Context: an optimization exercise on an open-source flow, tuned for small area, a short achievable clock period and few clock cycles. The choices shown serve that exercise and are no tape-out recipe.
Only simulation tests tie the RTL to the original design; equivalence was not proved.

==> inputs of build 30 <==
// meas_group
module meas_group (
    input  wire        clk,
    input  wire        rst,
    input  wire        in_valid,
    output wire        in_ready,
    input  wire [3:0]  in_idx,
    input  wire [11:0] in_code,
    input  wire        in_fault,
    input  wire        in_cond,
    input  wire        in_missing,
    input  wire [47:0] tick_cond,
    input  wire        cfg_we,
    input  wire [3:0]  cfg_idx,
    input  wire [1:0]  cfg_sel,
    input  wire [31:0] cfg_wdata,
    input  wire        cal_we,
    input  wire [2:0]  cal_idx,
    input  wire [15:0] cal_off,
    input  wire [15:0] cal_gain,
    output reg         cfg_error,
    output reg         out_valid,
    output reg  [3:0]  out_idx,
    output reg  [15:0] out_value,
    output reg         out_vld,
    output reg         out_uncal,
    output reg         out_fault,
    output reg         out_cond,
    output reg  [1:0]  out_state,
    output reg         out_fresh,
    output reg         out_irq,
    output reg         out_safety
);
clock: 140.0 ns
lec_check: 0
cap_margin: 20
core_margin: 2
core_utilization: 40
slew_margin: 20
run.sh (not shown) runs the stock make flow with config.mk's settings and CLKGATE_MAP_FILE= SYNTH_SCRIPT=/design/flow/synth_recipe.tcl, a recipe that flattens the netlist after the stock synthesis.
==> build 17: changes against build 30 <==
--- a/flow/design.v
+++ b/flow/design.v
@@ -34,24 +34,22 @@
     localparam SUM_LO = 192;    
     localparam CNT_LO = 212;    
     localparam ST_LO  = 217;    
     localparam PC_LO  = 219;    
     localparam DC_LO  = 221;    
     localparam CFG_LO = 237;    
     localparam FC_LO  = 237;    
-    localparam OO_B   = 241;    
-    localparam CLS_LO = 242;    
-    localparam LK_LO  = 244;    
-    localparam ACT_LO = 250;    
-    localparam DEB_LO = 252;    
-    localparam LO_LO  = 268;    
-    localparam HI_LO  = 284;    
-    localparam RW     = 300;
-    localparam CW     = 63;
-    localparam [CW-1:0] CFG_DEF = {16'hFFFF, 16'h0000, 16'h0000, 2'd0, 6'd0, 2'd0, 1'b0, 4'd0};
+    localparam X_LO   = 241;    
+    localparam ACT_LO = 247;    
+    localparam DEB_LO = 249;    
+    localparam LO_LO  = 265;    
+    localparam HI_LO  = 281;    
+    localparam RW     = 297;
+    localparam CW     = 60;
+    localparam [CW-1:0] CFG_DEF = {16'hFFFF, 16'h0000, 16'h0000, 2'd0, 6'd0, 4'd0};
     reg  [3:0] hd;                       
     function [3:0] m12(input [4:0] a);   
         m12 = (a >= 5'd12) ? a[3:0] - 4'd12 : a[3:0];
     endfunction
     wire [3:0] e8  = m12({1'b0, hd} + 5'd3);     
     wire [3:0] e7  = m12({1'b0, hd} + 5'd4);     
     wire [3:0] e10 = m12({1'b0, hd} + 5'd1);     
@@ -77,18 +75,21 @@
     reg [11:0] fr;    
     reg [11:0] lr;    
     reg [11:0] cr;    
     reg        cq_we;
     reg [3:0]  cq_idx;
     reg [1:0]  cq_sel;
     reg [31:0] cq_d;
+    reg        cq_elim;    
+    reg        cq_ecls;    
     reg        lq_we;
-    reg [2:0]  lq_idx;
-    reg [15:0] lq_off;
-    reg [15:0] lq_gain;
+    reg        lq_ok;     
+    wire [2:0] lq_idx  = cq_idx[2:0];
+    wire [9:0] lq_off  = cq_d[9:0];
+    wire [14:0] lq_gain = cq_d[24:10];
     function filt_ok_f(input [2:0] f, input [3:0] p);
         case (f)
             3'd0:    filt_ok_f = (p == 4'd0);
             3'd1:    filt_ok_f = (p >= 4'd1) && (p <= 4'd8);
             3'd2:    filt_ok_f = (p >= 4'd1) && (p <= 4'd4);
             3'd3:    filt_ok_f = (p == 4'd0);
             default: filt_ok_f = 1'b0;
@@ -116,40 +117,39 @@
             lq_we     <= 1'b0;
             cfg_error <= 1'b0;
         end else begin
             cq_we     <= cfg_we;
             lq_we     <= cal_we;
             cfg_error <= cfg_we & wr_err;
         end
-        cq_idx  <= cfg_idx;
+        cq_idx  <= cal_we ? {1'b0, cal_idx} : cfg_idx;
         cq_sel  <= cfg_sel;
-        cq_d    <= cfg_wdata;
-        lq_idx  <= cal_idx;
-        lq_off  <= cal_off;
-        lq_gain <= cal_gain;
+        cq_d    <= cal_we ? {cfg_wdata[31:25], cal_gain[14:0], cal_off[9:0]} : cfg_wdata;
+        cq_elim <= e_lim;
+        cq_ecls <= e_cls;
+        lq_ok   <= ($signed(cal_off) >= -16'sd512) && ($signed(cal_off) <= 16'sd511) &&
+                   (cal_gain >= 16'd8192) && (cal_gain <= 16'd32767);
     end
     wire [7:0]   calv;              
     wire [79:0]  cal_o;
     wire [119:0] cal_g;
-    wire lq_ok = ($signed(lq_off) >= -16'sd512) && ($signed(lq_off) <= 16'sd511) &&
-                 (lq_gain >= 16'd8192) && (lq_gain <= 16'd32767);
     genvar ce;
     generate
         for (ce = 0; ce < 8; ce = ce + 1) begin : cal
             reg        ok;
             reg [9:0]  o;
             reg [14:0] g;
             always @(posedge clk) begin
                 if (rst)
                     ok <= 1'b0;
                 else if (lq_we && lq_idx == ce)
                     ok <= lq_ok;
                 if (lq_we && lq_idx == ce && lq_ok) begin
-                    o <= lq_off[9:0];
-                    g <= lq_gain[14:0];
+                    o <= lq_off;
+                    g <= lq_gain;
                 end
             end
             assign calv[ce]          = ok;
             assign cal_o[ce*10 +: 10] = o;
             assign cal_g[ce*15 +: 15] = g;
         end
     endgenerate
@@ -179,33 +179,35 @@
     always @(*) begin
         new_cfg = old_cfg;
         case (cq_sel)
             2'd0: begin
                 new_cfg[DEB_LO-CFG_LO +: 16] = cq_d[31:16];
                 if (w_fok) new_cfg[FC_LO-CFG_LO +: 4]  = w_fc;
                 if (w_aok) new_cfg[ACT_LO-CFG_LO +: 2] = cq_d[15:14];
-                if (w_lok) new_cfg[LK_LO-CFG_LO +: 6]  = cq_d[13:8];
-                if (w_ook) new_cfg[OO_B-CFG_LO]        = cq_d[7];
+                if (w_sense)
+                    new_cfg[X_LO-CFG_LO + 2] = cq_d[7];
+                else if (w_lok)
+                    new_cfg[X_LO-CFG_LO +: 6] = cq_d[13:8];
             end
             2'd1: begin
-                if (!cfg_error) begin
+                if (!cq_elim) begin
                     new_cfg[LO_LO-CFG_LO +: 16] = cq_d[15:0];
                     new_cfg[HI_LO-CFG_LO +: 16] = cq_d[31:16];
                 end
             end
             2'd2: begin
-                if (!cfg_error) new_cfg[CLS_LO-CFG_LO +: 2] = cq_d[1:0];
+                if (!cq_ecls) new_cfg[X_LO-CFG_LO +: 2] = cq_d[1:0];
             end
             default: ;
         endcase
     end
     wire w_frs = (new_cfg[FC_LO-CFG_LO +: 4] != old_cfg[FC_LO-CFG_LO +: 4]) ||
-                 (new_cfg[CLS_LO-CFG_LO +: 2] != old_cfg[CLS_LO-CFG_LO +: 2]);
-    wire w_lrs = (new_cfg[ACT_LO-CFG_LO +: 48] != old_cfg[ACT_LO-CFG_LO +: 48]) ||
-                 (new_cfg[LK_LO-CFG_LO +: 6] != old_cfg[LK_LO-CFG_LO +: 6]);
+                 (w_sense && (new_cfg[X_LO-CFG_LO +: 2] != old_cfg[X_LO-CFG_LO +: 2]));
+    wire w_lrs = (new_cfg[ACT_LO-CFG_LO +: 50] != old_cfg[ACT_LO-CFG_LO +: 50]) ||
+                 (!w_sense && (new_cfg[X_LO-CFG_LO +: 6] != old_cfg[X_LO-CFG_LO +: 6]));
     reg        rdy;
     reg        bv;
     reg [3:0]  bidx;
     reg [11:0] bcode;
     reg        bfault, bcond, bmiss;
     reg [47:0] btc;
     assign in_ready = rdy;
@@ -214,28 +216,28 @@
         if (rst) begin
             bv  <= 1'b0;
             rdy <= 1'b1;
         end else begin
             bv  <= !rdy | in_valid;
             rdy <= rdy ? (!in_valid | (in_idx == e7)) : (bidx == e7);
         end
-        if (rdy) begin
+        if (!(bv & !mv)) begin
             bidx   <= in_idx;
             bcode  <= in_code;
             bfault <= in_fault;
             bcond  <= in_cond;
             bmiss  <= in_missing;
             btc    <= tick_cond;
         end
     end
     wire b_sense = (bidx < 4'd6);
     wire b_ain   = (bidx >= 4'd6) && (bidx < 4'd10);
-    wire [1:0] a_cls = r8[CLS_LO +: 2];
-    wire       a_oo  = r8[OO_B];
-    wire [5:0] a_lk  = r8[LK_LO +: 6];
+    wire [1:0] a_cls = r8[X_LO +: 2];
+    wire       a_oo  = r8[X_LO + 2];
+    wire [5:0] a_lk  = b_sense ? 6'd0 : r8[X_LO +: 6];
     wire [3:0] a_fc  = r8[FC_LO +: 4];
     wire [2:0] a_ks = b_sense ? ((a_cls == 2'd0) ? 3'd0 : (a_cls == 2'd1) ? 3'd1 : 3'd2) :
                       (b_ain ? 3'd3 : 3'd4);
     wire a_flt   = b_sense & bfault & !bmiss;
     wire a_cnd   = b_sense & bcond & !bmiss;
     wire a_fresh = !bmiss & !a_flt & !(b_sense & a_oo & !bcond);
     wire a_lkok  = (a_lk == 6'd0) || btc[a_lk - 6'd1];
@@ -263,42 +265,38 @@
     wire [11:0] a_c2 = a_mean ? a_hold : (a_med ? ((a_cntn >= 5'd3) ? mmed : ma) : a_h0);
     wire [27:0] a_x1, a_x2;
     mg_mul mul1 (.c(bcode), .off(a_off), .g(a_gn), .x(a_x1));
     mg_mul mul2 (.c(a_c2),  .off(a_off), .g(a_gn), .x(a_x2));
     reg        av;
     reg [27:0] ax1, ax2;
     reg [2:0]  aks;
-    reg [11:0] acode;
     reg        afresh, aflt, acnd, aeval, auncal;
     always @(posedge clk) begin
         if (rst) av <= 1'b0;
         else     av <= mv;
         ax1    <= a_x1;
         ax2    <= a_x2;
         aks    <= a_ks;
-        acode  <= bcode;
         afresh <= a_fresh;
         aflt   <= a_flt;
         acnd   <= a_cnd;
         aeval  <= a_fresh & a_lkok;
         auncal <= !a_cv;
     end
     wire [15:0] q_v1, q_v2;
     mg_scale sc1 (.x(ax1), .ks(aks), .v(q_v1));
     mg_scale sc2 (.x(ax2), .ks(aks), .v(q_v2));
     reg        qv;
     reg [15:0] pval, v2;
-    reg [11:0] qcode;
     reg        qfresh, qflt, qcnd, qeval, quncal;
     always @(posedge clk) begin
         if (rst) qv <= 1'b0;
         else     qv <= av;
         pval   <= q_v1;
         v2     <= q_v2;
-        qcode  <= acode;
         qfresh <= afresh;
         qflt   <= aflt;
         qcnd   <= acnd;
         qeval  <= aeval;
         quncal <= auncal;
     end
     wire [3:0]  fc     = r10[FC_LO +: 4];
@@ -317,15 +315,18 @@
     wire signed [25:0] iir_step = ($signed({2'b00, pval, 8'd0}) - $signed({2'b00, S})) >>> f_k;
     wire [23:0] s_new = (cnt0 == 5'd0) ? {pval, 8'd0} : S + iir_step[23:0];
     wire [23:0] s_cur = upd ? s_new : S;
     wire [24:0] s_rnd = {1'b0, s_cur} + 25'd128;
     wire [4:0]  wwin  = 5'd2 << f_p;
     wire [19:0] sum0  = (cnt0 == 5'd0) ? 20'd0 : r10[SUM_LO +: 20];
     wire        wfull = (cnt0 >= wwin);
-    wire [20:0] sum_a = {1'b0, sum0} + {5'd0, pval} - (wfull ? {5'd0, v2} : 21'd0);
+    wire [20:0] sum_p, sum_a;
+    wire        sum_pc, sum_ac;
+    mg_add #(21) asp (.a({1'b0, sum0}), .b({5'd0, pval}), .ci(1'b0), .s(sum_p), .co(sum_pc));
+    mg_add #(21) asa (.a(sum_p), .b(~(wfull ? {5'd0, v2} : 21'd0)), .ci(1'b1), .s(sum_a), .co(sum_ac));
     wire [19:0] sum1  = sum_a[19:0];
     wire [4:0]  nf    = (cnt1 < wwin) ? cnt1 : wwin;
     wire [4:0]  ns    = (cnt0 < wwin) ? cnt0 : wwin;
     reg [19:0] ys;
     reg [4:0]  yn;
     always @(*) begin
         yn = 5'd1;
@@ -337,25 +338,27 @@
             ys = upd ? sum1 : sum0;
             yn = upd ? nf : ns;
         end else if (f_med)
             ys = {4'd0, v2};
         else
             ys = {4'd0, upd ? pval : v2};
     end
-    wire [191:0] hist_sh = {r10[H_LO + 12 +: 168], (f_iir ? s_new : {h0, qcode})};
-    wire [191:0] hist_n  = upd ? hist_sh : r10[H_LO +: 192];
+    wire [191:0] hist_n  = {r10[H_LO + 24 +: 168], ((upd & f_iir) ? s_new : S)};
     wire [19:0]  sum_n   = upd ? sum1 : r10[SUM_LO +: 20];
+    wire [20:0] c_a;
+    wire        c_ac;
+    mg_add #(21) aca (.a({1'b0, ys}), .b({17'd0, yn[4:1]}), .ci(1'b0), .s(c_a), .co(c_ac));
     reg        cv;
     reg [20:0] ca;
     reg [4:0]  cn;
     reg        cvld, cfresh, cflt, ccnd, ceval, cuncal;
     always @(posedge clk) begin
         if (rst) cv <= 1'b0;
         else     cv <= qv;
-        ca     <= {1'b0, ys} + {17'd0, yn[4:1]};
+        ca     <= c_a;
         cn     <= yn;
         cvld   <= (cntn != 5'd0);
         cfresh <= qfresh;
         cflt   <= qflt;
         ccnd   <= qcnd;
         ceval  <= qeval;
         cuncal <= quncal;
@@ -389,30 +392,36 @@
     wire [1:0]  st0  = lrs ? 2'd0  : r0[ST_LO +: 2];
     wire [1:0]  pc0  = lrs ? 2'd0  : r0[PC_LO +: 2];
     wire [15:0] dc0  = lrs ? 16'd0 : r0[DC_LO +: 16];
     wire [1:0]  act  = r0[ACT_LO +: 2];
     wire [15:0] deb  = r0[DEB_LO +: 16];
     wire [15:0] lo   = r0[LO_LO +: 16];
     wire [15:0] hi   = r0[HI_LO +: 16];
-    wire [1:0] cand = ((lo != 16'd0) && (y < lo))     ? 2'd1 :
-                      ((hi != 16'hFFFF) && (y > hi))  ? 2'd2 : 2'd0;
+    wire [15:0] t_lo, t_hi, dc1, t_db;
+    wire        y_ge_lo, hi_ge_y, dc1c, dinc_ge;
+    mg_add #(16) alo (.a(y),  .b(~lo), .ci(1'b1), .s(t_lo), .co(y_ge_lo));
+    mg_add #(16) ahi (.a(hi), .b(~y),  .ci(1'b1), .s(t_hi), .co(hi_ge_y));
+    mg_add #(16) adc (.a(dc0), .b(16'd0), .ci(1'b1), .s(dc1), .co(dc1c));
+    wire [1:0] cand = ((lo != 16'd0) && !y_ge_lo)     ? 2'd1 :
+                      ((hi != 16'hFFFF) && !hi_ge_y)  ? 2'd2 : 2'd0;
     wire [15:0] deb_min = (deb == 16'd0) ? 16'd1 : deb;
-    wire [15:0] dinc    = (cand == pc0) ? dc0 + 16'd1 : 16'd1;
+    wire [15:0] dinc    = (cand == pc0) ? dc1 : 16'd1;
+    mg_add #(16) adb (.a(dinc), .b(~deb_min), .ci(1'b1), .s(t_db), .co(dinc_ge));
     reg [1:0]  st_n;
     reg [15:0] dc_n;
     reg [1:0]  pc_n;
     always @(*) begin
         st_n = st0;
         dc_n = dc0;
         pc_n = pc0;
         if (dv && deval) begin
             pc_n = cand;
             if (cand == st0) begin
                 dc_n = 16'd0;
-            end else if (dinc >= deb_min) begin
+            end else if (dinc_ge) begin
                 st_n = cand;
                 dc_n = 16'd0;
             end else begin
                 dc_n = dinc;
             end
         end
     end
@@ -430,23 +439,27 @@
         out_fresh  <= dfresh;
         out_irq    <= chg && (act != 2'd0);
         out_safety <= chg && (act == 2'd2) && (st_n != 2'd0);
     end
     wire [RW-1:0] n11;   
     wire [RW-1:0] n1;    
     wire [RW-1:0] n8;    
+    wire [RW-1:0] n9;    
     assign n11 = {r10[RW-1:CNT_LO+5], cntn, sum_n, hist_n};
     assign n1  = {r0[RW-1:CFG_LO], dc_n, pc_n, st_n, r0[ST_LO-1:0]};
     assign n8  = {(cr[e7] ? CFG_DEF : r7[RW-1:CFG_LO]), r7[CFG_LO-1:0]};
+    wire a_shift = mv & a_fresh & !a_fc[3];
+    assign n9  = {r8[RW-1:H_LO+192], (a_shift ? {r8[H_LO +: 180], bcode} : r8[H_LO +: 192])};
     generate
         for (j = 0; j < 12; j = j + 1) begin : nxt
             wire [RW-1:0] base;
             if (j == 11)      assign base = n11;
             else if (j == 1)  assign base = n1;
             else if (j == 8)  assign base = n8;
+            else if (j == 9)  assign base = n9;
             else if (j == 0)  assign base = ring_q[11*RW +: RW];
             else              assign base = ring_q[(j-1)*RW +: RW];
             wire wr_here = wsel[(j + 11) % 12];
             assign ring_d[j*RW +: RW] = wr_here ? {new_cfg, base[CFG_LO-1:0]} : base;
         end
     endgenerate
     integer fi;
==> flow/config.mk (replaced) <==
export PLATFORM = sky130hd
export DESIGN_NAME = meas_group
export DESIGN_NICKNAME = meas_group
export VERILOG_FILES = /design/flow/design.v
export SDC_FILE = /design/flow/constraint.sdc
export NUM_CORES = 4
export LEC_CHECK = 0
export ABC_AREA = 1
export CAP_MARGIN = 20
export CORE_MARGIN = 2
export CORE_UTILIZATION = 65
export CTS_CLUSTER_DIAMETER = 60
export CTS_CLUSTER_SIZE = 25
export SLEW_MARGIN = 20
==> notes <==
Build 17 passed the timing, DRC and antenna checks. Build 30 passed the timing, DRC and antenna checks. Of build 17 and build 30, build 30 has the higher final cell count (gap 10%, measured against build 30). Between build 17 and build 30, the lower synthesized cell count is in build 30 (gap about 4.4%, measured against build 30). In build 17 the die area is lower than in build 30, by 40%. Of build 30 and build 17, build 17 has the higher core utilization (gap 25 points).
Testbench counts of build 30, summed over its fixed seeds: cycles 43,320.
Testbench counts of build 17, summed over its fixed seeds: cycles 43,320.

-- what the ideal ports hide --
Ports are ideal in the flow. The routed layouts listed here were re-timed in OpenROAD.
Step 1 (the two cells are an assumption about what drives the block):
set clk [get_ports {clk}]
set_driving_cell -lib_cell sky130_fd_sc_hd__clkbuf_16 $clk
set_driving_cell -lib_cell sky130_fd_sc_hd__buf_2 [delete_from_list [all_inputs] $clk]
Step 2 moves the port delays by t, midway between the first and last clock arrival at a register: inputs arrive t later, outputs are due t later. That takes back most of the time a late clock gives input paths.
Slacks: no drivers / after step 1 / after step 2; pairs: no drivers / after step 1.
| run | shift t [ns] | setup slack, ns | hold slack, ns | cell pins on the clock port's net |
|---|---|---|---|---|
| build 30 | 1.010 | 110.130 / 110.023 / 109.470 | 0.234 / 0.234 / 0.234 | 1 |
| build 17 | 0.955 | 110.109 / 110.114 / 109.220 | 0.281 / 0.281 / 0.281 | 1 |
After both steps setup and hold are still met in every run listed. For build 17, which loses most, drivers alone change the setup slack by +0.005 ns; drivers and shift together by -0.889 ns.
